From an optimization exercise on the open Yosys and OpenROAD flow, aimed at small area, a short achievable clock period and few clock cycles per item; shortcuts taken in it are not production practice. RTL that was checked went through simulation tests only; none was proved equivalent to the original. The RTL of run 4 was laid out without a check of its function.

$ cat run.sh
#!/bin/bash
# synth_recipe.tcl (not shown) runs the flow's synth.tcl, then flattens the netlist and writes it again
# the make line also repeats each setting of config.mk as NAME=value (left out here)
make -C /OpenROAD-flow-scripts/flow DESIGN_CONFIG=/design/flow/config.mk WORK_HOME=/design/flow/orfs CLKGATE_MAP_FILE= SYNTH_SCRIPT=/design/flow/synth_recipe.tcl finish
$ cat config.mk
export PLATFORM = sky130hd
export DESIGN_NAME = bunting_aes256
export DESIGN_NICKNAME = bunting_aes256
export VERILOG_FILES = /design/flow/design.v
export SDC_FILE = /design/flow/constraint.sdc
export NUM_CORES = 8
export LEC_CHECK = 0
export CAP_MARGIN = 20
export CORE_MARGIN = 2
export CORE_UTILIZATION = 40
export SETUP_SLACK_MARGIN = 3
export SLEW_MARGIN = 20
export SYNTH_HIERARCHICAL = 1
export SYNTH_MINIMUM_KEEP_SIZE = 0
$ cat constraint.sdc
create_clock -name core_clock -period 7.0 [get_ports {clk}]
set_input_delay 1.4000 -clock core_clock [delete_from_list [all_inputs] [get_ports {clk}]]
set_output_delay 1.4000 -clock core_clock [all_outputs]
set_load 0.01 [all_outputs]
$ cat design.v
module g_xor  (input wire a, input wire b, output wire y); assign y = a ^ b;    endmodule
module g_xnor (input wire a, input wire b, output wire y); assign y = ~(a ^ b); endmodule
module g_nand (input wire a, input wire b, output wire y); assign y = ~(a & b); endmodule
module g_nor  (input wire a, input wire b, output wire y); assign y = ~(a | b); endmodule
module aes_sbox (
    input  wire [7:0] a,
    output wire [7:0] y
);
    wire U0 = a[7];
    wire U1 = a[6];
    wire U2 = a[5];
    wire U3 = a[4];
    wire U4 = a[3];
    wire U5 = a[2];
    wire U6 = a[1];
    wire U7 = a[0];
    wire T1, T2, T3, T4, T5, T6, T7, T8, T9, T10, T11, T12, T13, T14, T15, T16, T17, T18, T19, T20, T21, T22, T23, T24, T25, T26, T27, M1, M2, M3, M4, M5, M6, M7, M8, M9, M10, M11, M12, M13, M14, M15, M16, M17, M18, M19, M20, M21, M22, M23, M24, M25, M26, M27, M28, M29, M30, M31, M32, M33, M34, M35, M36, M37, M38, M39, M40, M41, M42, M43, M44, M45, M46, M47, M48, M49, M50, M51, M52, M53, M54, M55, M56, M57, M58, M59, M60, M61, M62, M63, L0, L1, L2, L3, L4, L5, L6, L7, L8, L9, L10, L11, L12, L13, L14, L15, L16, L17, L18, L19, L20, L21, L22, L23, L24, L25, L26, L27, L28, L29;
    g_xor g_T1 (.a(U0), .b(U3), .y(T1));
    g_xor g_T2 (.a(U0), .b(U5), .y(T2));
    g_xor g_T3 (.a(U0), .b(U6), .y(T3));
    g_xor g_T4 (.a(U3), .b(U5), .y(T4));
    g_xor g_T5 (.a(U4), .b(U6), .y(T5));
    g_xor g_T6 (.a(T1), .b(T5), .y(T6));
    g_xor g_T7 (.a(U1), .b(U2), .y(T7));
    g_xor g_T8 (.a(U7), .b(T6), .y(T8));
    g_xor g_T9 (.a(U7), .b(T7), .y(T9));
    g_xor g_T10 (.a(T6), .b(T7), .y(T10));
    g_xor g_T11 (.a(U1), .b(U5), .y(T11));
    g_xor g_T12 (.a(U2), .b(U5), .y(T12));
    g_xor g_T13 (.a(T3), .b(T4), .y(T13));
    g_xor g_T14 (.a(T6), .b(T11), .y(T14));
    g_xor g_T15 (.a(T5), .b(T11), .y(T15));
    g_xor g_T16 (.a(T5), .b(T12), .y(T16));
    g_xor g_T17 (.a(T9), .b(T16), .y(T17));
    g_xor g_T18 (.a(U3), .b(U7), .y(T18));
    g_xor g_T19 (.a(T7), .b(T18), .y(T19));
    g_xor g_T20 (.a(T1), .b(T19), .y(T20));
    g_xor g_T21 (.a(U6), .b(U7), .y(T21));
    g_xor g_T22 (.a(T7), .b(T21), .y(T22));
    g_xor g_T23 (.a(T2), .b(T22), .y(T23));
    g_xor g_T24 (.a(T2), .b(T10), .y(T24));
    g_xor g_T25 (.a(T20), .b(T17), .y(T25));
    g_xor g_T26 (.a(T3), .b(T16), .y(T26));
    g_xor g_T27 (.a(T1), .b(T12), .y(T27));
    g_nand g_M1 (.a(T13), .b(T6), .y(M1));
    g_nand g_M2 (.a(T23), .b(T8), .y(M2));
    g_xnor g_M3 (.a(T14), .b(M1), .y(M3));
    g_nand g_M4 (.a(T19), .b(U7), .y(M4));
    g_xor g_M5 (.a(M4), .b(M1), .y(M5));
    g_nand g_M6 (.a(T3), .b(T16), .y(M6));
    g_nand g_M7 (.a(T22), .b(T9), .y(M7));
    g_xnor g_M8 (.a(T26), .b(M6), .y(M8));
    g_nand g_M9 (.a(T20), .b(T17), .y(M9));
    g_xor g_M10 (.a(M9), .b(M6), .y(M10));
    g_nand g_M11 (.a(T1), .b(T15), .y(M11));
    g_nand g_M12 (.a(T4), .b(T27), .y(M12));
    g_xor g_M13 (.a(M12), .b(M11), .y(M13));
    g_nand g_M14 (.a(T2), .b(T10), .y(M14));
    g_xor g_M15 (.a(M14), .b(M11), .y(M15));
    g_xnor g_M16 (.a(M3), .b(M2), .y(M16));
    g_xor g_M17 (.a(M5), .b(T24), .y(M17));
    g_xnor g_M18 (.a(M8), .b(M7), .y(M18));
    g_xor g_M19 (.a(M10), .b(M15), .y(M19));
    g_xor g_M20 (.a(M16), .b(M13), .y(M20));
    g_xor g_M21 (.a(M17), .b(M15), .y(M21));
    g_xor g_M22 (.a(M18), .b(M13), .y(M22));
    g_xor g_M23 (.a(M19), .b(T25), .y(M23));
    g_xnor g_M24 (.a(M22), .b(M23), .y(M24));
    g_nand g_M25 (.a(M22), .b(M20), .y(M25));
    g_xor g_M26 (.a(M21), .b(M25), .y(M26));
    g_xnor g_M27 (.a(M20), .b(M21), .y(M27));
    g_xor g_M28 (.a(M23), .b(M25), .y(M28));
    g_nor g_M29 (.a(M28), .b(M27), .y(M29));
    g_nor g_M30 (.a(M26), .b(M24), .y(M30));
    g_nand g_M31 (.a(M20), .b(M23), .y(M31));
    g_nor g_M32 (.a(M27), .b(M31), .y(M32));
    g_xor g_M33 (.a(M27), .b(M25), .y(M33));
    g_nand g_M34 (.a(M21), .b(M22), .y(M34));
    g_nor g_M35 (.a(M24), .b(M34), .y(M35));
    g_xor g_M36 (.a(M24), .b(M25), .y(M36));
    g_xor g_M37 (.a(M21), .b(M29), .y(M37));
    g_xor g_M38 (.a(M32), .b(M33), .y(M38));
    g_xor g_M39 (.a(M23), .b(M30), .y(M39));
    g_xor g_M40 (.a(M35), .b(M36), .y(M40));
    g_xor g_M41 (.a(M38), .b(M40), .y(M41));
    g_xor g_M42 (.a(M37), .b(M39), .y(M42));
    g_xor g_M43 (.a(M37), .b(M38), .y(M43));
    g_xor g_M44 (.a(M39), .b(M40), .y(M44));
    g_xor g_M45 (.a(M42), .b(M41), .y(M45));
    g_nand g_M46 (.a(M44), .b(T6), .y(M46));
    g_nand g_M47 (.a(M40), .b(T8), .y(M47));
    g_nand g_M48 (.a(M39), .b(U7), .y(M48));
    g_nand g_M49 (.a(M43), .b(T16), .y(M49));
    g_nand g_M50 (.a(M38), .b(T9), .y(M50));
    g_nand g_M51 (.a(M37), .b(T17), .y(M51));
    g_nand g_M52 (.a(M42), .b(T15), .y(M52));
    g_nand g_M53 (.a(M45), .b(T27), .y(M53));
    g_nand g_M54 (.a(M41), .b(T10), .y(M54));
    g_nand g_M55 (.a(M44), .b(T13), .y(M55));
    g_nand g_M56 (.a(M40), .b(T23), .y(M56));
    g_nand g_M57 (.a(M39), .b(T19), .y(M57));
    g_nand g_M58 (.a(M43), .b(T3), .y(M58));
    g_nand g_M59 (.a(M38), .b(T22), .y(M59));
    g_nand g_M60 (.a(M37), .b(T20), .y(M60));
    g_nand g_M61 (.a(M42), .b(T1), .y(M61));
    g_nand g_M62 (.a(M45), .b(T4), .y(M62));
    g_nand g_M63 (.a(M41), .b(T2), .y(M63));
    g_xor g_L0 (.a(M61), .b(M62), .y(L0));
    g_xor g_L1 (.a(M50), .b(M56), .y(L1));
    g_xor g_L2 (.a(M46), .b(M48), .y(L2));
    g_xor g_L3 (.a(M47), .b(M55), .y(L3));
    g_xor g_L4 (.a(M54), .b(M58), .y(L4));
    g_xor g_L5 (.a(M49), .b(M61), .y(L5));
    g_xnor g_L6 (.a(M62), .b(L5), .y(L6));
    g_xnor g_L7 (.a(M46), .b(L3), .y(L7));
    g_xor g_L8 (.a(M51), .b(M59), .y(L8));
    g_xor g_L9 (.a(M52), .b(M53), .y(L9));
    g_xnor g_L10 (.a(M53), .b(L4), .y(L10));
    g_xnor g_L11 (.a(M60), .b(L2), .y(L11));
    g_xor g_L12 (.a(M48), .b(M51), .y(L12));
    g_xnor g_L13 (.a(M50), .b(L0), .y(L13));
    g_xor g_L14 (.a(M52), .b(M61), .y(L14));
    g_xnor g_L15 (.a(M55), .b(L1), .y(L15));
    g_xnor g_L16 (.a(M56), .b(L0), .y(L16));
    g_xnor g_L17 (.a(M57), .b(L1), .y(L17));
    g_xnor g_L18 (.a(M58), .b(L8), .y(L18));
    g_xnor g_L19 (.a(M63), .b(L4), .y(L19));
    g_xor g_L20 (.a(L0), .b(L1), .y(L20));
    g_xor g_L21 (.a(L1), .b(L7), .y(L21));
    g_xor g_L22 (.a(L3), .b(L12), .y(L22));
    g_xor g_L23 (.a(L18), .b(L2), .y(L23));
    g_xor g_L24 (.a(L15), .b(L9), .y(L24));
    g_xor g_L25 (.a(L6), .b(L10), .y(L25));
    g_xor g_L26 (.a(L7), .b(L9), .y(L26));
    g_xor g_L27 (.a(L8), .b(L10), .y(L27));
    g_xor g_L28 (.a(L11), .b(L14), .y(L28));
    g_xor g_L29 (.a(L11), .b(L17), .y(L29));
    g_xor g_S0 (.a(L6), .b(L24), .y(y[7]));
    g_xnor g_S1 (.a(L16), .b(L26), .y(y[6]));
    g_xnor g_S2 (.a(L19), .b(L28), .y(y[5]));
    g_xor g_S3 (.a(L6), .b(L21), .y(y[4]));
    g_xor g_S4 (.a(L20), .b(L22), .y(y[3]));
    g_xor g_S5 (.a(L25), .b(L29), .y(y[2]));
    g_xnor g_S6 (.a(L13), .b(L27), .y(y[1]));
    g_xnor g_S7 (.a(L6), .b(L23), .y(y[0]));
endmodule
module bunting_aes256 (
    input  wire         clk,
    input  wire         rst,         
    input  wire [255:0] key,         
    input  wire         in_valid,
    output wire         in_ready,
    input  wire [127:0] in_block,    
    output reg          out_valid,
    output wire [127:0] out_block    
);
    reg  [4:0]   cnt;
    reg          edge_q;             
    reg  [3:0]   v;                  
    reg  [127:0] r0, r1, r2, r3;
    reg  [127:0] kx, ky;
    reg  [31:0]  kt;
    assign in_ready  = edge_q;
    assign out_block = r3 ^ kx;
    wire [127:0] s1, m1, s2, m2;
    sub_shift u_s1 (.a(r0), .y(s1));
    mix_ark   u_m1 (.a(r1), .k(ky), .y(m1));
    sub_shift u_s2 (.a(r2), .y(s2));
    mix_ark   u_m2 (.a(r3), .k(kx), .y(m2));
    always @(posedge clk) begin
        r0 <= edge_q ? (in_block ^ key[255:128]) : m2;
        r1 <= s1;
        r2 <= m1;
        r3 <= s2;
    end
    wire [31:0] ks;
    wire [31:0] ks_in = cnt[1] ? kx[31:0] : ky[31:0];
    generate
        genvar i;
        for (i = 0; i < 4; i = i + 1) begin : g_ksub
            aes_sbox u_sbox (.a(ks_in[31 - 8*i -: 8]), .y(ks[31 - 8*i -: 8]));
        end
    endgenerate
    wire [7:0]   rcon = 8'h01 << cnt[4:2];
    wire [31:0]  tx   = {kt[23:16] ^ rcon, kt[15:0], kt[31:24]};
    wire [127:0] bx   = (cnt == 5'd2) ? key[255:128] : kx;
    wire [31:0]  x0   = bx[127:96] ^ tx;
    wire [31:0]  x1   = bx[95:64]  ^ x0;
    wire [31:0]  x2   = bx[63:32]  ^ x1;
    wire [31:0]  x3   = bx[31:0]   ^ x2;
    wire [31:0]  y0   = ky[127:96] ^ kt;
    wire [31:0]  y1   = ky[95:64]  ^ y0;
    wire [31:0]  y2   = ky[63:32]  ^ y1;
    wire [31:0]  y3   = ky[31:0]   ^ y2;
    always @(posedge clk) begin
        kt <= ks;
        if (cnt[1:0] == 2'd2)
            kx <= {x0, x1, x2, x3};
        if (cnt == 5'd0)
            ky <= key[127:0];
        else if (cnt[1:0] == 2'd0)
            ky <= {y0, y1, y2, y3};
    end
    wire       win  = (cnt == 5'd27) || (cnt[4:2] == 3'd0 && cnt[1:0] != 2'd3);
    wire [1:0] slot = cnt[1:0] + 2'd1;       
    reg  [3:0] v_n;
    reg  [4:0] cnt_n;
    always @(*) begin
        v_n = v;
        if (win) v_n[slot] = in_valid;
        if (win && v_n == 4'd0)
            cnt_n = 5'd27;
        else if (cnt == 5'd27)
            cnt_n = 5'd0;
        else
            cnt_n = cnt + 5'd1;
    end
    wire       win_n  = (cnt_n == 5'd27) || (cnt_n[4:2] == 3'd0 && cnt_n[1:0] != 2'd3);
    wire [1:0] slot_n = cnt_n[1:0] + 2'd1;
    always @(posedge clk) begin
        if (rst) begin
            cnt       <= 5'd27;
            edge_q    <= 1'b1;
            v         <= 4'd0;
            out_valid <= 1'b0;
        end else begin
            cnt       <= cnt_n;
            edge_q    <= win_n;
            v         <= v_n;
            out_valid <= win_n && v_n[slot_n];
        end
    end
endmodule
module sub_shift (
    input  wire [127:0] a,
    output wire [127:0] y
);
    wire [127:0] sb;
    genvar i, c, r;
    generate
        for (i = 0; i < 16; i = i + 1) begin : g_sub
            aes_sbox u_sbox (.a(a[127 - 8*i -: 8]), .y(sb[127 - 8*i -: 8]));
        end
        for (c = 0; c < 4; c = c + 1) begin : g_col
            for (r = 0; r < 4; r = r + 1) begin : g_row
                assign y[127 - 8*(4*c + r) -: 8] = sb[127 - 8*(4*((c + r) % 4) + r) -: 8];
            end
        end
    endgenerate
endmodule
module mix_ark (
    input  wire [127:0] a,
    input  wire [127:0] k,
    output wire [127:0] y
);
    genvar c;
    generate
        for (c = 0; c < 4; c = c + 1) begin : g_col
            mix_col u_col (.a(a[127 - 32*c -: 32]), .k(k[127 - 32*c -: 32]), .y(y[127 - 32*c -: 32]));
        end
    endgenerate
endmodule
module mix_col (
    input  wire [31:0] a,            
    input  wire [31:0] k,
    output wire [31:0] y
);
    wire [31:0] b, x, p, q;
    genvar i, j;
    generate
        for (i = 0; i < 4; i = i + 1) begin : g_byte
            for (j = 0; j < 8; j = j + 1) begin : g_bit
                g_xor u_b (.a(a[31 - 8*i - 7 + j]), .b(a[31 - 8*((i + 1) % 4) - 7 + j]), .y(b[31 - 8*i - 7 + j]));
                g_xor u_c (.a(a[31 - 8*((i + 3) % 4) - 7 + j]), .b(k[31 - 8*i - 7 + j]), .y(p[31 - 8*i - 7 + j]));
            end
            wire [7:0] bi = b[31 - 8*i -: 8];
            wire [7:0] xt;
            assign xt[0] = bi[7];
            g_xor u_x1 (.a(bi[0]), .b(bi[7]), .y(xt[1]));
            assign xt[2] = bi[1];
            g_xor u_x3 (.a(bi[2]), .b(bi[7]), .y(xt[3]));
            g_xor u_x4 (.a(bi[3]), .b(bi[7]), .y(xt[4]));
            assign xt[5] = bi[4];
            assign xt[6] = bi[5];
            assign xt[7] = bi[6];
            for (j = 0; j < 8; j = j + 1) begin : g_out
                g_xor u_q (.a(xt[j]), .b(b[31 - 8*((i + 1) % 4) - 7 + j]), .y(q[31 - 8*i - 7 + j]));
                g_xor u_y (.a(q[31 - 8*i - 7 + j]), .b(p[31 - 8*i - 7 + j]), .y(y[31 - 8*i - 7 + j]));
            end
        end
    endgenerate
endmodule
==> run summary, run 1 <==
----------------------------------------------------
[Worst hold path]
  Startpoint of the worst hold path ... v[2]
  Type of the worst min-delay path ... reg2reg

[Global route]
  Number of global-route vias before repair ... 63707
  Total global routing overflow ... 0
  Initial antenna violation count ... 27
  Total routing usage reported by global routing ... 32.0%
  Pin count of the biggest net entering global routing ... 130
  First-pass GRT wire length ... ~430000 um

[Drt]
  Post-route DRC ... 0
  Routed length per placed instance ... about 28 um
  Post-route ant nets ... 0
  Pre-antenna DRT Iters ... 5
  Routed vias ... 66176
  Detailed-route vias per instance ... approximately 5.2
  Iteration-0 DRC Markers ... 6173
  Total wire length after detailed routing ... approximately 360000 um

[STA]
  Slew at the pin with the worst max-slew slack ... 1430 ps
  Period utilisation layout ... 71.7%
  Pins Over Slew Limit ... 0
  Final Skew ... 44.9 ps
  Final setup violation count ... 0
  Post-route minimum period ... 5020 ps
  Setup repair after global routing missed its margin ... yes
  Aggregate negative setup slack ... 0 ps
  Timing-limited maximum frequency ... 199 MHz
  Fin. Hold Viols ... 0
  Slew headroom ... 4.15%

[Clock network]
  Number of buffers inserted during clock tree synthesis ... 96
  Clock root buffer ... sky130_fd_sc_hd__clkbuf_16
  TritonCTS clock tree ... done
  Number of buffers added to fix hold violations after cts ... 0
  Clock transition at the register clock pins on the worst setup and hold paths after CTS ... 60 ps
  Level count of the clock H-tree ... 3
  Clk sink count ... 811
  Number of buffers on the longest clock path ... 3
  Skew-Pair Late Insertion Delay ... 770 ps

[Setup path]
  Nature of the critical path endpoint ... flip-flop
  CP Max Fanout ... 4
  Worst path required time ... between 7000 and 8000 ps
  List of cells traversed by the critical path ... buf_12 > buf_6 > buf_12 > mux2_4 > xor2_4 > xor2_4 > xor2_4 > xor2_1 > xor2_2 > xor2_4 > xnor2_2 > xor2_2 > xor2_2 > xor2_2 > xor2_2 > nand2_4 > xor2_4 > xor2_1 > xor2_1
  R2r startpoint ... cnt[1]
  Worst path buffer plus inverter count ... 3
  Crit-path leading delay family ... XOR/XNOR gates
  CP Data Arrival Time ... 5710 ps
  Worst Setup Start Kind ... flip-flop
  Delay of the slowest cell on the worst path ... approximately 380 ps
  Crit path from ... cnt[1]
  Type of the setup path with the least slack ... reg2reg
  Cell type of the slowest stage on the worst timing path ... sky130_fd_sc_hd__dfxtp_4

[Synth]
  Average cell area after synthesis ... between 9 and 10 sq um
  Number of warnings printed during yosys synthesis ... 7
  Cells after synthesis ... 8113
  Summed instance area of the synthesized netlist ... 73400 sq um
  Seq cells post-synth ... 811
  Sequential-to-total area share from yosys stat ... 25.6%
  Synth Net Count ... between 8000 and 9000
  Post-synth cell types ... 47

[Die]
  Core Rows ... 157
  Height of the chip ... 432 um
  Horizontal extent of the die ... about 430 um
  Core Box Area ... 183000 sq um
  IO Pins ... 517
  Starting density of the core ... 40.2%
  Die outline area ... around 190000 sq um

[Cells and area]
  Storage element area ... 19600 sq um
  Fraction of final layout cells with drive strength greater than 1 ... 46.3%
  Layout fillers ... about 12000
  Nets ... 10596
  Final standard cell count with taps included and fillers excluded ... between 10000 and 15000
  Area of the multi-input gates ... 81500 sq um
  Syn-to-layout area delta ... 72.4%

[Outcome]
  Result of the run ... complete, no violations

[Placed design]
  Half-perimeter wire length after detailed placement ... between 200000 and 250000 um
  Number of placed cells counting well taps ... 10967
  Routability Congestion ... 1.01
  Total of buffers placed on input and output ports ... ~520

[Job]
  Maxcap violations ... 0

----------------------------------------------------
## layout make-up
cell class / instances / share of cell area, %
Tap cell: 2385 / 2.36
Sequential cell: 811 / 15.5
Clock buffer: 133 / 2.25
Clock inverter: 49 / 0.408
Multi-Input combinational cell: 7200 / 64.4
Antenna cell: 10 / 0.0198
Inverter: 13 / 0.0385
Timing Repair Buffer: 2080 / 15.1
## registers in the layout (all words and copies together), names as in the netlist
name,count
kt,32
v,4
out_valid,1
r3,128
r1,128
r0,128
r2,128
edge_q,1
ky,128
cnt,5
kx,128
## layout by cell type (no fill, tap or decap), drive strengths merged, types with 2 or more instances in the layout
master,instances
a211oi,3
a21oi,288
a31oi,2
buf,1563
bufinv,7
clkbuf,134
clkdlybuf4s50,516
clkinv,32
clkinvlp,4
dfxtp,555
diode,10
edfxtp,256
ha,7
inv,19
mux2,34
mux2i,64
nand2,1135
nand2b,5
nand3,4
nand3b,2
nor2,434
nor2b,5
nor3,4
nor4b,2
o21ai,41
o22ai,2
o32ai,2
or3,3
xnor2,1063
xor2,4089
## kinds of logic after synthesis
group | count (synthesis) | synth area share, %
xor+xnor | 5152 | 61.5
buf+inv | 102 | 0.595
mux | 98 | 1.39
compound gates | 344 | 2.44
simple gates | 1599 | 8.34
fa+ha+maj | 7 | 0.119
flops | 811 | 25.6
## tightest hold or removal path: cells and delay by family, from the launching register on
family | cells | cell delay (ps)
and+or+nand+nor | 1 | 70
AOI/OAI and AO/OA | 1 | 70
DFF | 1 | 340
## per-module statistics from Yosys, one instance, submodules excluded, excerpt
module / cells inside / times used / cell area, sq um
bunting_aes256: 2385 / 1 / 29400
g_nand: 1 / 1080 / 3.75
g_nor: 1 / 144 / 3.75
g_xnor: 1 / 720 / 8.76
g_xor: 1 / 3784 / 8.76
## metal layers
layer,track usage (%),wire length (um),vias to the layer above
li1,-,-,27913
met1,38.3,124000,33511
met2,52.5,174000,3408
met3,4.12,23700,1330
met4,24.5,37900,14
met5,0,331,-
## metrics by stage
stage	utilization, %	instance area, sq um	worst slack [ps]	hold WS [ps]
6_report	69.3	127000	1980	521
5_1_grt	69.3	127000	1810	549
4_1_cts	59.0	108000	2380	522
3_5_place_dp	45.8	83700	1360	508
3_3_place_gp	45.8	83700	1450	507
2_1_floorplan	-	75600	2470	475
## cells in the mapped netlist, drive strengths merged
master	count	area share, %
nand2	1135	5.8
nand2b	5	0.043
mux2i	64	0.87
buf	31	0.23
or2	1	0.0085
nor2	434	2.2
xor2	4089	49
nor3	4	0.043
nand4b	1	0.012
edfxtp	256	10
nand3	4	0.027
mux2	34	0.52
nor4b	2	0.044
clkbuf	58	0.30
ha	7	0.12
o32a	1	0.014
a31oi	2	0.017
nor3b	1	0.017
nor2b	5	0.043
a311oi	1	0.012
xnor2	1063	13
and2	1	0.0085
a21oi	288	2.0
a21boi	1	0.015
a21o	1	0.010
a211oi	3	0.037
or4b	1	0.014
nand3b	2	0.020
o22ai	2	0.017
inv	13	0.066
o21ai	41	0.28
o21a	1	0.010
dfxtp	555	15
or3	3	0.032
o32ai	2	0.034
a32oi	1	0.012
## final timing paths
check	end	slack [ps]	depth (start not counted)
setup / recovery	kt[3]	1980	19
hold / removal	v[2]	520	2
setup reg to reg	kt[3]	1980	19
hold reg to reg	v[2]	520	2
## timing repair
action,4_1_cts,5_1_grt
resized for setup,2049,1958
pin swaps,1010,1358
setup buffers,863,659
endpoints found under the setup margin,317,289
Testbench counts, summed over its fixed seeds: cycles 11,232, blocks 1,600.
==> run 2, diff against run 1 <==
--- a/config.mk
+++ b/config.mk
@@ -10,3 +10,3 @@
 export CORE_UTILIZATION = 40
-export SETUP_SLACK_MARGIN = 3
+export SETUP_SLACK_MARGIN = 4
 export SLEW_MARGIN = 20
==> run 2 against run 1 <==
  * Still clean
  * Cell area is 4.8% higher
  * Synthesized area stayed put
==> run summary, run 2 <==
----------------------------------------------------
[Outcome]
  Result of the run ... complete, no violations

[Die]
  Core Rows ... 157 (unchanged)
  Starting density of the core ... 40.2% (unchanged)
  Core Box Area ... 183000 sq um (unchanged)
  Die outline area ... 187000 sq um (unchanged)
  Horizontal extent of the die ... 432 um (unchanged)
  Height of the chip ... 432 um (unchanged)
  IO Pins ... 517 (unchanged)

[Synth]
  Most used standard cell by instance count after synthesis ... sky130_fd_sc_hd__xor2_1
  Synth Net Count ... 8507 (unchanged)
  Sequential-to-total area share from yosys stat ... 25.6% (unchanged)
  Seq cells post-synth ... 811 (unchanged)
  Async S/R FF share, synth ... 0% (unchanged)
  Summed instance area of the synthesized netlist ... 73400 sq um (unchanged)
  Cell types with the highest counts after synthesis ... sky130_fd_sc_hd__xor2_1 (4087), sky130_fd_sc_hd__nand2_1 (1134), sky130_fd_sc_hd__xnor2_1 (1061)
  Predominant post-synthesis flop cell ... sky130_fd_sc_hd__dfxtp_1
  Top area cells in the synthesized netlist ... sky130_fd_sc_hd__xor2_1 (49%), sky130_fd_sc_hd__dfxtp_1 (15%), sky130_fd_sc_hd__xnor2_1 (13%), sky130_fd_sc_hd__edfxtp_1 (10%), sky130_fd_sc_hd__nand2_1 (5.8%)
  Number of enable-type register cells in the synthesized netlist ... 256 (unchanged)
  Post-synth cell types ... 47 (unchanged)
  Number of warnings printed during yosys synthesis ... 7 (unchanged)
  Average cell area after synthesis ... 9.05 sq um (unchanged)
  Post-synthesis cell type with the largest combined area ... sky130_fd_sc_hd__xor2_1
  Post-synth top area share ... 48.8% (unchanged)
  Cells after synthesis ... 8113 (unchanged)

[Cells and area]
  Fraction of final layout cells with drive strength greater than 1 ... 51.8% (+5.5 points)
  Syn-to-layout area delta ... 80.7%
  Area of the multi-input gates ... 84700 sq um (+3.9%)
  Storage element area ... 19800 sq um (+1.3%)
  Top library cells by usage in the layout, fill and taps aside ... sky130_fd_sc_hd__xor2_1 (2121), sky130_fd_sc_hd__buf_4 (1404), sky130_fd_sc_hd__xor2_2 (1215)
  Most frequent standard cell in the layout excluding fill and tap cells ... sky130_fd_sc_hd__xor2_1
  Area of all placed cells without fillers ... 133000 sq um (+4.8%)
  Layout fillers ... 11248 (-3.5%)
  Nets ... 10912 (+3.0%)
  Post-layout util ... 72.6% (+3.3 points)

[STA]
  Setup repair after global routing missed its margin ... yes
  Final setup violation count ... 0 (unchanged)
  Post-route minimum period ... 4760 ps (-262 ps)
  Worst hold margin ... 539 ps (+17.9 ps)
  Slew headroom ... 14.9% (+11 points)
  Aggregate negative setup slack ... 0 ps (unchanged)
  Period utilisation layout ... 67.9% (-3.7 points)
  Timing-limited maximum frequency ... 210 MHz (+5.5%)
  Slew at the pin with the worst max-slew slack ... 1270 ps (-161 ps)
  Pins Over Slew Limit ... 0 (unchanged)
  Fin. Hold Viols ... 0 (unchanged)
  Final Skew ... 32.6 ps (-12.3 ps)

[Job]
  Maxcap violations ... 0 (unchanged)

[Global route]
  Initial antenna violation count ... 26 (-3.7%)
  Total routing usage reported by global routing ... 35.3% (+3.2 points)
  Total global routing overflow ... 0 (unchanged)
  First-pass GRT wire length ... 471000 um (+8.9%)
  Pin count of the biggest net entering global routing ... 90 (-31%)
  Number of global-route vias before repair ... 66903 (+5.0%)

[Clock network]
  TritonCTS clock tree ... done
  Clk sink count ... 811 (unchanged)
  Number of buffers on the longest clock path ... 3 (unchanged)
  Clock root buffer ... sky130_fd_sc_hd__clkbuf_16
  Number of buffers added to fix hold violations after cts ... 0 (unchanged)
  Level count of the clock H-tree ... 3 (unchanged)
  Skew-Pair Late Insertion Delay ... 730 ps (-40 ps)
  Clock transition at the register clock pins on the worst setup and hold paths after CTS ... 70 ps (about the same)
  Number of buffers inserted during clock tree synthesis ... 100 (+4.2%)

[Drt]
  Total wire length after detailed routing ... 380000 um (+5.4%)
  Post-route DRC ... 0 (unchanged)
  Routed vias ... 67442 (+1.9%)
  Routed length per placed instance ... 29.2 um (+2.8%)
  Iteration-0 DRC Markers ... 6247 (+1.2%)
  Detailed-route vias per instance ... 5.19 (-0.60%)
  Post-route ant nets ... 0 (unchanged)
  Pre-antenna DRT Iters ... 6 (+1)

[Setup path]
  CP Data Arrival Time ... 5390 ps (-320 ps)
  CP Max Fanout ... 4 (unchanged)
  Worst Setup Start Kind ... flip-flop
  Type of the setup path with the least slack ... reg2reg
  Nature of the critical path endpoint ... flip-flop
  Worst path required time ... 7630 ps (-60 ps)

[Worst hold path]
  Type of the worst min-delay path ... reg2reg

[Placed design]
  Half-perimeter wire length after detailed placement ... 249000 um (+5.2%)
  Total of buffers placed on input and output ports ... 516 (unchanged)
  Routability Congestion ... 1.01 (about the same)
  Post-detailed-placement cell area ... 88100 sq um (+5.2%)

----------------------------------------------------
[run 2: worst max-delay path: stages (launching register included)]
cell and delay [ps]:
sky130_fd_sc_hd__dfxtp_4 380, sky130_fd_sc_hd__buf_12 140, sky130_fd_sc_hd__buf_4 130, sky130_fd_sc_hd__buf_6 110, sky130_fd_sc_hd__mux2_4 350, sky130_fd_sc_hd__xor2_4 250, sky130_fd_sc_hd__xor2_4 210, sky130_fd_sc_hd__buf_4 170
sky130_fd_sc_hd__xor2_1 180, sky130_fd_sc_hd__nand2_1 120, sky130_fd_sc_hd__xnor2_2 240, sky130_fd_sc_hd__xor2_2 250, sky130_fd_sc_hd__buf_4 200, sky130_fd_sc_hd__xnor2_4 150, sky130_fd_sc_hd__xor2_2 210, sky130_fd_sc_hd__xor2_2 280
sky130_fd_sc_hd__buf_4 200, sky130_fd_sc_hd__xor2_2 160, sky130_fd_sc_hd__nand2_1 120, sky130_fd_sc_hd__xor2_2 270, sky130_fd_sc_hd__xnor2_4 160, sky130_fd_sc_hd__xor2_1 190, sky130_fd_sc_hd__xor2_1 160
[run 2: kinds of logic (layout without fill, tap and decap cells)]
family          count (synthesis)  count (layout)  synth area share [%]
xor+xnor                     5152            5152                  61.5
buf+inv                       102            2592                 0.595
compound gates                344             344                  2.44
fa+ha+maj                       7               7                 0.119
mux                            98              98                  1.39
simple gates                 1599            1601                  8.34
flops                         811             811                  25.6
other cells                     0              12                     0
[run 2: stage by stage]
step	worst slack, ps	std cells
after floorplan	2500	8113
after global placement	1270	10956
after detailed placement	1250	10956
after CTS	2300	12423
after global routing	2030	12993
final	2240	13002
[run 2: what timing repair did]
| action | 4_1_cts | 5_1_grt |
|---|---|---|
| pin swaps | 1367 | 1244 |
| buffers inserted | 1274 | 567 |
| endpoints found under the setup margin | 797 | 390 |
| gates cloned | 4 | 0 |
| resized for setup | 2921 | 1527 |
[run 2: final cells by class]
| cell class | instances | share of cell area (%) |
|---|---|---|
| Clock inverter | 51 | 0.398 |
| Clock buffer | 138 | 2.22 |
| Inverter | 13 | 0.0368 |
| Tap cell | 2385 | 2.25 |
| Antenna cell | 12 | 0.0226 |
| Sequential cell | 811 | 14.9 |
| Multi-Input combinational cell | 7202 | 63.8 |
| Timing Repair Buffer | 2390 | 16.3 |
[run 2: final timing paths]
kind,start,endpoint,slack [ps],depth (start not counted)
setup / recovery,cnt[1],kt[2],2240,22
hold / removal,v[3],v[3],540,2
setup reg to reg,cnt[1],kt[2],2240,22
hold reg to reg,v[3],v[3],540,2
[run 2: layer usage]
layer  GRT usage [%]  wire, um  vias up  part of all wire [%]
met5               0       121        -                 0.032
met4            25.4     36800       18                   9.7
met3            4.35     24200     1229                   6.4
met2            58.4    184000     3218                    48
met1            42.4    135000    34484                    36
li1                -         -    28493                     -
[run 2: Yosys stat by module (local to each module, per instance), a selection]
module	flops+latches	cells	copies in the design
g_nand	0	1	1080
g_nor	0	1	144
bunting_aes256	811	2385	1
g_xor	0	1	3784
g_xnor	0	1	720
==> run 3, diff against run 2 <==
--- a/config.mk
+++ b/config.mk
@@ -10,3 +10,2 @@
 export CORE_UTILIZATION = 40
-export SETUP_SLACK_MARGIN = 4
 export SLEW_MARGIN = 20
==> run 3 against run 2 <==
  * Still clean on timing, DRC and antenna
  * Setup slack got worse by 1500 ps
  * Register-to-register slack got worse by 1500 ps
  * Core utilization fell by 26 points
  * Non-clock buffer count fell by 1836
  * Via count fell by 17%
  * Final cell count fell by 14%
  * Synthesized area did not move
  * Largest cell class unchanged
==> run summary, run 3 <==
----------------------------------------------------
[Cells and area]
  Syn-to-layout area delta ... 15.9%
  Final standard cell count with taps included and fillers excluded ... 11153 (-14%)
  Most frequent standard cell in the layout excluding fill and tap cells ... sky130_fd_sc_hd__xor2_1
  Fraction of final layout cells with drive strength greater than 1 ... 3.09% (-49 points)
  Nets ... 9069 (-17%)
  Top library cells by usage in the layout, fill and taps aside ... sky130_fd_sc_hd__xor2_1 (4086), sky130_fd_sc_hd__nand2_1 (1134), sky130_fd_sc_hd__xnor2_1 (1056)
  Layout fillers ... 17667 (+57%)
  Storage element area ... 18800 sq um (-5.2%)
  Area of the multi-input gates ... 54300 sq um (-36%)

[Die]
  Die outline area ... 187000 sq um (unchanged)
  Starting density of the core ... 40.2% (unchanged)
  Horizontal extent of the die ... 432 um (unchanged)
  Core Rows ... 157 (unchanged)
  Core Box Area ... 183000 sq um (unchanged)
  Height of the chip ... 432 um (unchanged)
  IO Pins ... 517 (unchanged)

[Global route]
  Initial antenna violation count ... 29 (+12%)
  Number of global-route vias before repair ... 56066 (-16%)
  Pin count of the biggest net entering global routing ... 105 (+17%)
  Total global routing overflow ... 0 (unchanged)
  Total routing usage reported by global routing ... 29.2% (-6.1 points)
  First-pass GRT wire length ... 392000 um (-17%)

[Placed design]
  Number of placed cells counting well taps ... 10963 (+0.064%)
  Routability Congestion ... 1.05 (+3.7%)
  Half-perimeter wire length after detailed placement ... 241000 um (-3.3%)
  Total of buffers placed on input and output ports ... 516 (unchanged)

[STA]
  Post-route minimum period ... 6280 ps (+1530 ps)
  Slew at the pin with the worst max-slew slack ... 1240 ps (-30.6 ps)
  Final setup violation count ... 0 (unchanged)
  Timing-limited maximum frequency ... 159 MHz (-24%)
  Final Skew ... 32.3 ps (-0.282 ps)
  Fin. Hold Viols ... 0 (unchanged)
  Aggregate negative setup slack ... 0 ps (unchanged)
  Period utilisation layout ... 89.8% (+22 points)
  Pins Over Slew Limit ... 0 (unchanged)
  Setup repair after global routing missed its margin ... no
  Slew headroom ... 17.0% (+2.0 points)

[Synth]
  Average cell area after synthesis ... 9.05 sq um (unchanged)
  Seq cells post-synth ... 811 (unchanged)
  Synth Net Count ... 8507 (unchanged)
  Async S/R FF share, synth ... 0% (unchanged)
  Post-synth cell types ... 47 (unchanged)
  Number of enable-type register cells in the synthesized netlist ... 256 (unchanged)
  Cell types with the highest counts after synthesis ... sky130_fd_sc_hd__xor2_1 (4087), sky130_fd_sc_hd__nand2_1 (1134), sky130_fd_sc_hd__xnor2_1 (1061)
  Cells after synthesis ... 8113 (unchanged)
  Predominant post-synthesis flop cell ... sky130_fd_sc_hd__dfxtp_1
  Summed instance area of the synthesized netlist ... 73400 sq um (unchanged)
  Post-synthesis cell type with the largest combined area ... sky130_fd_sc_hd__xor2_1
  Post-synth top area share ... 48.8% (unchanged)
  Top area cells in the synthesized netlist ... sky130_fd_sc_hd__xor2_1 (49%), sky130_fd_sc_hd__dfxtp_1 (15%), sky130_fd_sc_hd__xnor2_1 (13%), sky130_fd_sc_hd__edfxtp_1 (10%), sky130_fd_sc_hd__nand2_1 (5.8%)
  Number of warnings printed during yosys synthesis ... 7 (unchanged)
  Most used standard cell by instance count after synthesis ... sky130_fd_sc_hd__xor2_1
  Sequential-to-total area share from yosys stat ... 25.6% (unchanged)

[Clock network]
  Level count of the clock H-tree ... 3 (unchanged)
  Number of buffers inserted during clock tree synthesis ... 95 (-5.0%)
  Post-CTS setup buffer count ... 0 (-100%)
  Clk sink count ... 811 (unchanged)
  Number of buffers on the longest clock path ... 3 (unchanged)
  Clock root buffer ... sky130_fd_sc_hd__clkbuf_16
  Skew-Pair Late Insertion Delay ... 730 ps (about the same)
  Clock transition at the register clock pins on the worst setup and hold paths after CTS ... 60 ps (about the same)
  Number of buffers added to fix hold violations after cts ... 0 (unchanged)
  TritonCTS clock tree ... done
  Number of resized instances in the post-cts repair step ... 0 (-100%)

[Drt]
  Pre-antenna DRT Iters ... 5 (-1)
  Iteration-0 DRC Markers ... 4441 (-29%)
  Routed vias ... 55708 (-17%)
  Post-route DRC ... 0 (unchanged)
  Total wire length after detailed routing ... 282000 um (-26%)
  Routed length per placed instance ... 25.3 um (-13%)
  Post-route ant nets ... 0 (unchanged)
  Detailed-route vias per instance ... 4.99 (-3.7%)

[Outcome]
  Result of the run ... complete, no violations

[Setup path]
  R2r startpoint ... cnt[1]
  CP Data Arrival Time ... 6940 ps (+1550 ps)
  Endpoint of the lowest-slack register-to-register path ... kt[10]
  Worst Setup Start Kind ... flip-flop
  R2r worst-path depth ... 17 (-23%)
  Nature of the critical path endpoint ... flip-flop
  CP Max Fanout ... 39 (+35)
  Worst path required time ... 7660 ps (+30 ps)
  Type of the setup path with the least slack ... reg2reg
  Reg-to-reg slack, setup ... 720 ps (-1530 ps)

[Worst hold path]
  Hold path cells ... 2 (unchanged)
  Startpoint of the worst hold path ... v[2]
  Hold endpoint ... v[2]
  Type of the worst min-delay path ... reg2reg

[Job]
  Maxcap violations ... 0 (unchanged)

----------------------------------------------------
run 3: cell counts after synthesis:
Identical to the previous run, type by type.
run 3: layer usage:
metal / share of wire, % / vias up / track usage [%] / wire length, um
met4: 8.2 / 8 / 20.7 / 23200
met1: 39 / 27070 / 34.7 / 111000
met3: 5.4 / 522 / 3.69 / 15300
met2: 47 / 1737 / 48.6 / 132000
met5: 0.019 / - / 0 / 54
li1: - / 26371 / - / -
run 3: per-stage QoR:
step                cell area (sq um)  hold slack, ps  worst slack (ps)  utilization [%]
floorplan                       73400             475              1680                -
global placement                81500             507               811             44.6
detailed placement              81500             522               781             44.6
CTS                             85000             542               767             46.6
global route                    85100             613               254             46.6
finish                          85100             572               717             46.6
run 3: kinds of logic after synthesis:
logic type	Yosys count	share of synthesized area (%)
multiplexers	98	1.39
adder cells (fa/ha/maj)	7	0.119
XOR/XNOR	5152	61.5
flip-flops	811	25.6
AO/OA/AOI/OAI	344	2.44
AND/OR/NAND/NOR	1599	8.34
buffers and inverters	102	0.595
run 3: worst max-delay path, stage by stage (launching register included):
cell                      delay, ps
sky130_fd_sc_hd__dfxtp_2       1020
sky130_fd_sc_hd__mux2_2         470
sky130_fd_sc_hd__xor2_1         460
sky130_fd_sc_hd__xor2_1         560
sky130_fd_sc_hd__xor2_1         370
sky130_fd_sc_hd__nand2_1        110
sky130_fd_sc_hd__xor2_1         260
sky130_fd_sc_hd__xor2_1         200
sky130_fd_sc_hd__xor2_1         430
sky130_fd_sc_hd__xnor2_1        240
sky130_fd_sc_hd__xor2_1         210
sky130_fd_sc_hd__xor2_1         390
sky130_fd_sc_hd__xor2_1         330
sky130_fd_sc_hd__xor2_1         210
sky130_fd_sc_hd__nand2_1        120
sky130_fd_sc_hd__xnor2_1        450
sky130_fd_sc_hd__xor2_1         220
sky130_fd_sc_hd__xor2_1         160
run 3: modules after synthesis (local to each module, per instance), excerpt:
module          times used  cell area (sq um)  flops+latches  cells inside
g_xor                 3784               8.76              0             1
g_nor                  144               3.75              0             1
bunting_aes256           1              29400            811          2385
g_xnor                 720               8.76              0             1
g_nand                1080               3.75              0             1
run 3: worst max-delay path by stage:
stage	from	to	slack, ps
2_1_floorplan	cnt[1]	kt[10]	1680
3_3_place_gp	cnt[1]	kt[10]	810
3_5_place_dp	cnt[1]	kt[26]	780
4_1_cts	cnt[1]	kt[10]	770
5_1_grt	cnt[1]	kt[26]	250
6_report	cnt[1]	kt[10]	720
run 3: final cells by class:
type,count,area share (%)
inverters,13,0.0574
flip-flops and latches,811,22.1
diodes,11,0.0324
clock buffers,122,3.34
clock inverters,57,0.768
multi-input cells,7200,63.8
well taps,2385,3.51
repair buffers,554,6.42
==> run 4, diff against run 3 <==
--- a/design.v
+++ b/design.v
@@ -146,2 +146,186 @@
 endmodule
+module sbox_top (
+    input  wire [7:0] a,
+    output wire [3:0] m,
+    output wire [7:0] t
+);
+    wire U0 = a[7];
+    wire U1 = a[6];
+    wire U2 = a[5];
+    wire U3 = a[4];
+    wire U4 = a[3];
+    wire U5 = a[2];
+    wire U6 = a[1];
+    wire U7 = a[0];
+    wire T1, T2, T3, T4, T5, T6, T7, T8, T9, T10, T11, T12, T13, T14, T15, T16, T17, T18, T19, T20, T21, T22, T23, T24, T25, T26, T27, M1, M2, M3, M4, M5, M6, M7, M8, M9, M10, M11, M12, M13, M14, M15, M16, M17, M18, M19, M20, M21, M22, M23;
+    g_xor g_T1 (.a(U0), .b(U3), .y(T1));
+    g_xor g_T2 (.a(U0), .b(U5), .y(T2));
+    g_xor g_T3 (.a(U0), .b(U6), .y(T3));
+    g_xor g_T4 (.a(U3), .b(U5), .y(T4));
+    g_xor g_T5 (.a(U4), .b(U6), .y(T5));
+    g_xor g_T6 (.a(T1), .b(T5), .y(T6));
+    g_xor g_T7 (.a(U1), .b(U2), .y(T7));
+    g_xor g_T8 (.a(U7), .b(T6), .y(T8));
+    g_xor g_T9 (.a(U7), .b(T7), .y(T9));
+    g_xor g_T10 (.a(T6), .b(T7), .y(T10));
+    g_xor g_T11 (.a(U1), .b(U5), .y(T11));
+    g_xor g_T12 (.a(U2), .b(U5), .y(T12));
+    g_xor g_T13 (.a(T3), .b(T4), .y(T13));
+    g_xor g_T14 (.a(T6), .b(T11), .y(T14));
+    g_xor g_T15 (.a(T5), .b(T11), .y(T15));
+    g_xor g_T16 (.a(T5), .b(T12), .y(T16));
+    g_xor g_T17 (.a(T9), .b(T16), .y(T17));
+    g_xor g_T18 (.a(U3), .b(U7), .y(T18));
+    g_xor g_T19 (.a(T7), .b(T18), .y(T19));
+    g_xor g_T20 (.a(T1), .b(T19), .y(T20));
+    g_xor g_T21 (.a(U6), .b(U7), .y(T21));
+    g_xor g_T22 (.a(T7), .b(T21), .y(T22));
+    g_xor g_T23 (.a(T2), .b(T22), .y(T23));
+    g_xor g_T24 (.a(T2), .b(T10), .y(T24));
+    g_xor g_T25 (.a(T20), .b(T17), .y(T25));
+    g_xor g_T26 (.a(T3), .b(T16), .y(T26));
+    g_xor g_T27 (.a(T1), .b(T12), .y(T27));
+    g_nand g_M1 (.a(T13), .b(T6), .y(M1));
+    g_nand g_M2 (.a(T23), .b(T8), .y(M2));
+    g_xnor g_M3 (.a(T14), .b(M1), .y(M3));
+    g_nand g_M4 (.a(T19), .b(U7), .y(M4));
+    g_xor g_M5 (.a(M4), .b(M1), .y(M5));
+    g_nand g_M6 (.a(T3), .b(T16), .y(M6));
+    g_nand g_M7 (.a(T22), .b(T9), .y(M7));
+    g_xnor g_M8 (.a(T26), .b(M6), .y(M8));
+    g_nand g_M9 (.a(T20), .b(T17), .y(M9));
+    g_xor g_M10 (.a(M9), .b(M6), .y(M10));
+    g_nand g_M11 (.a(T1), .b(T15), .y(M11));
+    g_nand g_M12 (.a(T4), .b(T27), .y(M12));
+    g_xor g_M13 (.a(M12), .b(M11), .y(M13));
+    g_nand g_M14 (.a(T2), .b(T10), .y(M14));
+    g_xor g_M15 (.a(M14), .b(M11), .y(M15));
+    g_xnor g_M16 (.a(M3), .b(M2), .y(M16));
+    g_xor g_M17 (.a(M5), .b(T24), .y(M17));
+    g_xnor g_M18 (.a(M8), .b(M7), .y(M18));
+    g_xor g_M19 (.a(M10), .b(M15), .y(M19));
+    g_xor g_M20 (.a(M16), .b(M13), .y(M20));
+    g_xor g_M21 (.a(M17), .b(M15), .y(M21));
+    g_xor g_M22 (.a(M18), .b(M13), .y(M22));
+    g_xor g_M23 (.a(M19), .b(T25), .y(M23));
+    assign m[0] = M20;
+    assign m[1] = M21;
+    assign m[2] = M22;
+    assign m[3] = M23;
+    assign t[0] = T1;
+    assign t[1] = T10;
+    assign t[2] = T13;
+    assign t[3] = T15;
+    assign t[4] = T16;
+    assign t[5] = T17;
+    assign t[6] = T19;
+    assign t[7] = T2;
+endmodule
+module sbox_bot (
+    input  wire [3:0] m,
+    input  wire [7:0] t,
+    output wire [7:0] y
+);
+    wire M20 = m[0];
+    wire M21 = m[1];
+    wire M22 = m[2];
+    wire M23 = m[3];
+    wire T1 = t[0];
+    wire T10 = t[1];
+    wire T13 = t[2];
+    wire T15 = t[3];
+    wire T16 = t[4];
+    wire T17 = t[5];
+    wire T19 = t[6];
+    wire T2 = t[7];
+    wire T20, T23, T22, T27, T3, T4, T6, T9, T8, U7, M24, M25, M26, M27, M28, M29, M30, M31, M32, M33, M34, M35, M36, M37, M38, M39, M40, M41, M42, M43, M44, M45, M46, M47, M48, M49, M50, M51, M52, M53, M54, M55, M56, M57, M58, M59, M60, M61, M62, M63, L0, L1, L2, L3, L4, L5, L6, L7, L8, L9, L10, L11, L12, L13, L14, L15, L16, L17, L18, L19, L20, L21, L22, L23, L24, L25, L26, L27, L28, L29;
+    g_xor g_T20 (.a(T1), .b(T19), .y(T20));
+    g_xor g_T23 (.a(T13), .b(T19), .y(T23));
+    g_xor g_T22 (.a(T2), .b(T23), .y(T22));
+    g_xor g_T27 (.a(T10), .b(T15), .y(T27));
+    g_xor g_T3 (.a(T20), .b(T22), .y(T3));
+    g_xor g_T4 (.a(T1), .b(T2), .y(T4));
+    g_xor g_T6 (.a(T16), .b(T27), .y(T6));
+    g_xor g_T9 (.a(T16), .b(T17), .y(T9));
+    g_xor g_T8 (.a(T10), .b(T9), .y(T8));
+    g_xor g_U7 (.a(T15), .b(T17), .y(U7));
+    g_xnor g_M24 (.a(M22), .b(M23), .y(M24));
+    g_nand g_M25 (.a(M22), .b(M20), .y(M25));
+    g_xor g_M26 (.a(M21), .b(M25), .y(M26));
+    g_xnor g_M27 (.a(M20), .b(M21), .y(M27));
+    g_xor g_M28 (.a(M23), .b(M25), .y(M28));
+    g_nor g_M29 (.a(M28), .b(M27), .y(M29));
+    g_nor g_M30 (.a(M26), .b(M24), .y(M30));
+    g_nand g_M31 (.a(M20), .b(M23), .y(M31));
+    g_nor g_M32 (.a(M27), .b(M31), .y(M32));
+    g_xor g_M33 (.a(M27), .b(M25), .y(M33));
+    g_nand g_M34 (.a(M21), .b(M22), .y(M34));
+    g_nor g_M35 (.a(M24), .b(M34), .y(M35));
+    g_xor g_M36 (.a(M24), .b(M25), .y(M36));
+    g_xor g_M37 (.a(M21), .b(M29), .y(M37));
+    g_xor g_M38 (.a(M32), .b(M33), .y(M38));
+    g_xor g_M39 (.a(M23), .b(M30), .y(M39));
+    g_xor g_M40 (.a(M35), .b(M36), .y(M40));
+    g_xor g_M41 (.a(M38), .b(M40), .y(M41));
+    g_xor g_M42 (.a(M37), .b(M39), .y(M42));
+    g_xor g_M43 (.a(M37), .b(M38), .y(M43));
+    g_xor g_M44 (.a(M39), .b(M40), .y(M44));
+    g_xor g_M45 (.a(M42), .b(M41), .y(M45));
+    g_nand g_M46 (.a(M44), .b(T6), .y(M46));
+    g_nand g_M47 (.a(M40), .b(T8), .y(M47));
+    g_nand g_M48 (.a(M39), .b(U7), .y(M48));
+    g_nand g_M49 (.a(M43), .b(T16), .y(M49));
+    g_nand g_M50 (.a(M38), .b(T9), .y(M50));
+    g_nand g_M51 (.a(M37), .b(T17), .y(M51));
+    g_nand g_M52 (.a(M42), .b(T15), .y(M52));
+    g_nand g_M53 (.a(M45), .b(T27), .y(M53));
+    g_nand g_M54 (.a(M41), .b(T10), .y(M54));
+    g_nand g_M55 (.a(M44), .b(T13), .y(M55));
+    g_nand g_M56 (.a(M40), .b(T23), .y(M56));
+    g_nand g_M57 (.a(M39), .b(T19), .y(M57));
+    g_nand g_M58 (.a(M43), .b(T3), .y(M58));
+    g_nand g_M59 (.a(M38), .b(T22), .y(M59));
+    g_nand g_M60 (.a(M37), .b(T20), .y(M60));
+    g_nand g_M61 (.a(M42), .b(T1), .y(M61));
+    g_nand g_M62 (.a(M45), .b(T4), .y(M62));
+    g_nand g_M63 (.a(M41), .b(T2), .y(M63));
+    g_xor g_L0 (.a(M61), .b(M62), .y(L0));
+    g_xor g_L1 (.a(M50), .b(M56), .y(L1));
+    g_xor g_L2 (.a(M46), .b(M48), .y(L2));
+    g_xor g_L3 (.a(M47), .b(M55), .y(L3));
+    g_xor g_L4 (.a(M54), .b(M58), .y(L4));
+    g_xor g_L5 (.a(M49), .b(M61), .y(L5));
+    g_xnor g_L6 (.a(M62), .b(L5), .y(L6));
+    g_xnor g_L7 (.a(M46), .b(L3), .y(L7));
+    g_xor g_L8 (.a(M51), .b(M59), .y(L8));
+    g_xor g_L9 (.a(M52), .b(M53), .y(L9));
+    g_xnor g_L10 (.a(M53), .b(L4), .y(L10));
+    g_xnor g_L11 (.a(M60), .b(L2), .y(L11));
+    g_xor g_L12 (.a(M48), .b(M51), .y(L12));
+    g_xnor g_L13 (.a(M50), .b(L0), .y(L13));
+    g_xor g_L14 (.a(M52), .b(M61), .y(L14));
+    g_xnor g_L15 (.a(M55), .b(L1), .y(L15));
+    g_xnor g_L16 (.a(M56), .b(L0), .y(L16));
+    g_xnor g_L17 (.a(M57), .b(L1), .y(L17));
+    g_xnor g_L18 (.a(M58), .b(L8), .y(L18));
+    g_xnor g_L19 (.a(M63), .b(L4), .y(L19));
+    g_xor g_L20 (.a(L0), .b(L1), .y(L20));
+    g_xor g_L21 (.a(L1), .b(L7), .y(L21));
+    g_xor g_L22 (.a(L3), .b(L12), .y(L22));
+    g_xor g_L23 (.a(L18), .b(L2), .y(L23));
+    g_xor g_L24 (.a(L15), .b(L9), .y(L24));
+    g_xor g_L25 (.a(L6), .b(L10), .y(L25));
+    g_xor g_L26 (.a(L7), .b(L9), .y(L26));
+    g_xor g_L27 (.a(L8), .b(L10), .y(L27));
+    g_xor g_L28 (.a(L11), .b(L14), .y(L28));
+    g_xor g_L29 (.a(L11), .b(L17), .y(L29));
+    g_xor g_S0 (.a(L6), .b(L24), .y(y[7]));
+    g_xnor g_S1 (.a(L16), .b(L26), .y(y[6]));
+    g_xnor g_S2 (.a(L19), .b(L28), .y(y[5]));
+    g_xor g_S3 (.a(L6), .b(L21), .y(y[4]));
+    g_xor g_S4 (.a(L20), .b(L22), .y(y[3]));
+    g_xor g_S5 (.a(L25), .b(L29), .y(y[2]));
+    g_xnor g_S6 (.a(L13), .b(L27), .y(y[1]));
+    g_xnor g_S7 (.a(L6), .b(L23), .y(y[0]));
+endmodule
 module bunting_aes256 (
@@ -156,23 +340,30 @@
 );
-    reg  [4:0]   cnt;
-    reg          edge_q;             
-    reg  [3:0]   v;                  
-    reg  [127:0] r0, r1, r2, r3;
+    reg  [2:0]   p, ph;
+    reg          win_q;              
+    reg          ksel;               
+    reg  [5:0]   v;                  
+    reg  [127:0] r0, r2, r3, r5;
+    reg  [191:0] r1, r4;
     reg  [127:0] kx, ky;
     reg  [31:0]  kt;
-    assign in_ready  = edge_q;
-    assign out_block = r3 ^ kx;
+    assign in_ready  = win_q;
+    assign out_block = r5 ^ kx;
+    wire [191:0] t1, t2;
     wire [127:0] s1, m1, s2, m2;
-    sub_shift u_s1 (.a(r0), .y(s1));
-    mix_ark   u_m1 (.a(r1), .k(ky), .y(m1));
-    sub_shift u_s2 (.a(r2), .y(s2));
-    mix_ark   u_m2 (.a(r3), .k(kx), .y(m2));
+    sub_top   u_t1 (.a(r0), .y(t1));
+    sub_bot   u_b1 (.a(r1), .y(s1));
+    mix_ark   u_m1 (.a(r2), .k(ky), .y(m1));
+    sub_top   u_t2 (.a(r3), .y(t2));
+    sub_bot   u_b2 (.a(r4), .y(s2));
+    mix_ark   u_m2 (.a(r5), .k(kx), .y(m2));
     always @(posedge clk) begin
-        r0 <= edge_q ? (in_block ^ key[255:128]) : m2;
-        r1 <= s1;
-        r2 <= m1;
-        r3 <= s2;
+        r0 <= win_q ? (in_block ^ key[255:128]) : m2;
+        r1 <= t1;
+        r2 <= s1;
+        r3 <= m1;
+        r4 <= t2;
+        r5 <= s2;
     end
     wire [31:0] ks;
-    wire [31:0] ks_in = cnt[1] ? kx[31:0] : ky[31:0];
+    wire [31:0] ks_in = ksel ? kx[31:0] : ky[31:0];
     generate
@@ -183,5 +374,5 @@
     endgenerate
-    wire [7:0]   rcon = 8'h01 << cnt[4:2];
+    wire [7:0]   rcon = 8'h01 << p;
     wire [31:0]  tx   = {kt[23:16] ^ rcon, kt[15:0], kt[31:24]};
-    wire [127:0] bx   = (cnt == 5'd2) ? key[255:128] : kx;
+    wire [127:0] bx   = (p == 3'd0) ? key[255:128] : kx;
     wire [31:0]  x0   = bx[127:96] ^ tx;
@@ -196,13 +387,12 @@
         kt <= ks;
-        if (cnt[1:0] == 2'd2)
+        if (ph == 3'd4)
             kx <= {x0, x1, x2, x3};
-        if (cnt == 5'd0)
-            ky <= key[127:0];
-        else if (cnt[1:0] == 2'd0)
-            ky <= {y0, y1, y2, y3};
+        if (ph == 3'd1)
+            ky <= (p == 3'd0) ? key[127:0] : {y0, y1, y2, y3};
     end
-    wire       win  = (cnt == 5'd27) || (cnt[4:2] == 3'd0 && cnt[1:0] != 2'd3);
-    wire [1:0] slot = cnt[1:0] + 2'd1;       
-    reg  [3:0] v_n;
-    reg  [4:0] cnt_n;
+    wire       last = (p == 3'd6) && (ph == 3'd5);
+    wire       win  = last || (p == 3'd0 && ph != 3'd5);
+    wire [2:0] slot = last ? 3'd0 : ph + 3'd1;    
+    reg  [5:0] v_n;
+    reg  [2:0] p_n, ph_n;
     always @(*) begin
@@ -210,20 +400,25 @@
         if (win) v_n[slot] = in_valid;
-        if (win && v_n == 4'd0)
-            cnt_n = 5'd27;
-        else if (cnt == 5'd27)
-            cnt_n = 5'd0;
-        else
-            cnt_n = cnt + 5'd1;
+        if (win && v_n == 6'd0) begin
+            p_n = 3'd6; ph_n = 3'd5;
+        end else if (ph == 3'd5) begin
+            p_n = last ? 3'd0 : p + 3'd1; ph_n = 3'd0;
+        end else begin
+            p_n = p; ph_n = ph + 3'd1;
+        end
     end
-    wire       win_n  = (cnt_n == 5'd27) || (cnt_n[4:2] == 3'd0 && cnt_n[1:0] != 2'd3);
-    wire [1:0] slot_n = cnt_n[1:0] + 2'd1;
+    wire       last_n = (p_n == 3'd6) && (ph_n == 3'd5);
+    wire       win_n  = last_n || (p_n == 3'd0 && ph_n != 3'd5);
+    wire [2:0] slot_n = last_n ? 3'd0 : ph_n + 3'd1;
     always @(posedge clk) begin
+        ksel <= (ph_n == 3'd0);
         if (rst) begin
-            cnt       <= 5'd27;
-            edge_q    <= 1'b1;
-            v         <= 4'd0;
+            p         <= 3'd6;
+            ph        <= 3'd5;
+            win_q     <= 1'b1;
+            v         <= 6'd0;
             out_valid <= 1'b0;
         end else begin
-            cnt       <= cnt_n;
-            edge_q    <= win_n;
+            p         <= p_n;
+            ph        <= ph_n;
+            win_q     <= win_n;
             v         <= v_n;
@@ -233,4 +428,15 @@
 endmodule
-module sub_shift (
+module sub_top (
     input  wire [127:0] a,
+    output wire [191:0] y
+);
+    genvar i;
+    generate
+        for (i = 0; i < 16; i = i + 1) begin : g_sub
+            sbox_top u_sbox (.a(a[127 - 8*i -: 8]), .m(y[191 - 12*i -: 4]), .t(y[187 - 12*i -: 8]));
+        end
+    endgenerate
+endmodule
+module sub_bot (
+    input  wire [191:0] a,
     output wire [127:0] y
@@ -241,3 +447,3 @@
         for (i = 0; i < 16; i = i + 1) begin : g_sub
-            aes_sbox u_sbox (.a(a[127 - 8*i -: 8]), .y(sb[127 - 8*i -: 8]));
+            sbox_bot u_sbox (.m(a[191 - 12*i -: 4]), .t(a[187 - 12*i -: 8]), .y(sb[127 - 8*i -: 8]));
         end
==> run 4 against run 3 <==
  * Sequential share of layout area rose by 5.3 points
  * Setup slack better by 270 ps
  * Flip-flop and latch count increased by 388
  * Critical path type unchanged
==> run summary, run 4 <==
----------------------------------------------------
[Global route]
  Number of global-route vias before repair ... 59833 (+6.7%)
  Total global routing overflow ... 0 (unchanged)
  Total routing usage reported by global routing ... 28.4% (-0.78 points)
  Initial antenna violation count ... 21 (-28%)
  First-pass GRT wire length ... 439000 um (+12%)

[Setup path]
  Endpoint of the lowest-slack register-to-register path ... kt[26]
  Delay of the slowest cell on the worst path ... 610 ps (-410 ps)
  Crit-path leading delay family ... XOR/XNOR gates
  Reg-to-reg slack, setup ... 990 ps (+270 ps)
  Crit path from ... ksel
  Worst path required time ... 7740 ps (+80 ps)
  Cell repeated most along the worst path ... sky130_fd_sc_hd__xor2_1
  R2r startpoint ... ksel

[Job]
  Maxcap violations ... 0 (unchanged)

[Synth]
  Synth Net Count ... 9452 (+11%)
  Post-synth cell types ... 52 (+11%)
  Most used standard cell by instance count after synthesis ... sky130_fd_sc_hd__xor2_1
  Cell types with the highest counts after synthesis ... sky130_fd_sc_hd__xor2_1 (4335), sky130_fd_sc_hd__nand2_1 (1125), sky130_fd_sc_hd__xnor2_1 (1008)
  Summed instance area of the synthesized netlist ... 86000 sq um (+17%)
  Seq cells post-synth ... 1199 (+48%)
  Predominant post-synthesis flop cell ... sky130_fd_sc_hd__dfxtp_1
  Cells after synthesis ... 9051 (+12%)
  Sequential-to-total area share from yosys stat ... 30.9% (+5.3 points)

[Clock network]
  Number of buffers added to fix hold violations after cts ... 0 (unchanged)
  Clock root buffer ... sky130_fd_sc_hd__clkbuf_16
  Number of buffers on the longest clock path ... 3 (unchanged)
  TritonCTS clock tree ... done
  Number of buffers inserted during clock tree synthesis ... 143 (+51%)
  Number of resized instances in the post-cts repair step ... 0 (unchanged)

[Drt]
  Total wire length after detailed routing ... 321000 um (+14%)
  Routed vias ... 59266 (+6.4%)
  Post-route ant nets ... 0 (unchanged)

[Die]
  Height of the chip ... 468 um (+8.2%)
  Core Rows ... 170 (+8.3%)

[Cells and area]
  Fraction of final layout cells with drive strength greater than 1 ... 3.31% (+0.22 points)
  Top library cells by usage in the layout, fill and taps aside ... sky130_fd_sc_hd__xor2_1 (4331), sky130_fd_sc_hd__nand2_1 (1125), sky130_fd_sc_hd__xnor2_1 (1008)
  Nets ... 9682 (+6.8%)

[Worst hold path]
  Hold endpoint ... v[3]
  Type of the worst min-delay path ... reg2reg

[STA]
  Final Skew ... 32.4 ps (+0.0858 ps)
  Slew at the pin with the worst max-slew slack ... 1360 ps (+117 ps)
  Timing-limited maximum frequency ... 166 MHz (+4.5%)
  Pins Over Slew Limit ... 0 (unchanged)
  Fin. Hold Viols ... 0 (unchanged)
  Post-route minimum period ... 6010 ps (-270 ps)
  Period utilisation layout ... 85.9% (-3.9 points)

[Placed design]
  Total of buffers placed on input and output ports ... 516 (unchanged)

[Outcome]
  Result of the run ... complete, no violations

----------------------------------------------------
[run 4: changes by cell type in the layout (fill, tap and decap cells not counted), moves of 47 or more]
cell / previous run / this run
sky130_fd_sc_hd__mux2i_1: 64 / 130
sky130_fd_sc_hd__xor2_1: 4086 / 4331
sky130_fd_sc_hd__xnor2_1: 1056 / 1008
sky130_fd_sc_hd__clkbuf_16: 108 / 155
sky130_fd_sc_hd__dfxtp_1: 553 / 941
sky130_fd_sc_hd__a21oi_1: 287 / 235
[run 4: worst max-delay path by stage]
stage             end  slack [ps]  depth (start not counted)
6_report       kt[26]         990                         18
5_1_grt         kt[2]         450                         18
4_1_cts         kt[2]        1050                         18
3_5_place_dp   kt[10]        1060                         17
3_3_place_gp   kt[10]        1010                         17
2_1_floorplan  kt[10]        1860                         19
[run 4: logic make-up (layout without fill, tap and decap cells)]
kind of cell    count (synthesis)  count (layout)  synth area share (%)
xor+xnor                     5343            5343                  54.4
simple gates                 1556            1556                  6.95
flops                        1199            1199                  30.9
buf+inv                       475             818                  3.77
compound gates                302             302                  1.89
mux                           162             162                  1.93
fa+ha+maj                      14              14                 0.204
other cells                     0               5                     0
[run 4: layout make-up]
type                            instances  area, sq um  area share, %
Multi-Input combinational cell       7377        56300           58.1
Sequential cell                      1199        26600           27.4
Timing Repair Buffer                  549         5460           5.64
Clock buffer                          201         4200           4.34
Tap cell                             2838         3550           3.67
Clock inverter                         57          678          0.701
Inverter                               11         41.3         0.0427
Antenna cell                            5         12.5         0.0129
[run 4: per-module statistics from Yosys, one instance, submodules excluded, a selection]
module,cells inside,times used
bunting_aes256,2619,1
sbox_top,12,32
g_xnor,1,720
g_xor,1,4104
g_nand,1,1080
g_nor,1,144
[run 4: layer usage]
layer / track usage [%] / wire length [um] / vias to the layer above
met5: 0 / 41 / -
met4: 18.0 / 23600 / 6
met3: 3.70 / 16900 / 515
met2: 45.9 / 146000 / 1906
met1: 35.7 / 135000 / 28609
li1: - / - / 28230
[run 4: through the flow]
step | hold WS (ps) | setup slack, ps | instance area, sq um | instances
after global placement | 542 | 1010 | 91900 | 11973
final | 589 | 987 | 96800 | 12237
after CTS | 571 | 1050 | 96800 | 12232
after global routing | 598 | 446 | 96800 | 12232
after floorplan | 456 | 1860 | 86000 | 9051
after detailed placement | 557 | 1060 | 91900 | 11974
[run 4: tightest hold or removal path, cell delays in order, from the launching register on]
cell and delay (ps):
sky130_fd_sc_hd__dfxtp_1 360, sky130_fd_sc_hd__a22oi_2 110, sky130_fd_sc_hd__nor2_1 80

## separate check: timing with driven ports
In the flow no input, the clock included, has a driving cell. The finished layouts below were timed again as built, in two steps.
Step 1 assumes that a clkbuf_16 drives the clock port and a buf_2 every other input.
Step 2, shift: input delay + t, output delay - t, t = (earliest + latest rising clock arrival at the registers) / 2. This alone moves slack from input paths to output paths.
Three values: ideal ports, drivers, drivers and shift; two values: the first two.
run | shift t [ns] | setup slack, ns | cell pins on the clock port's net
run 1 | 0.843 | 1.982 / 1.982 / 1.982 | 1
run 2 | 0.808 | 2.244 / 2.244 / 2.244 | 1
run 3 | 0.791 | 0.717 / 0.717 / 0.717 | 1
run 4 | 0.885 | 0.987 / 0.987 / 0.987 | 1
After both steps every run listed still meets setup and hold.
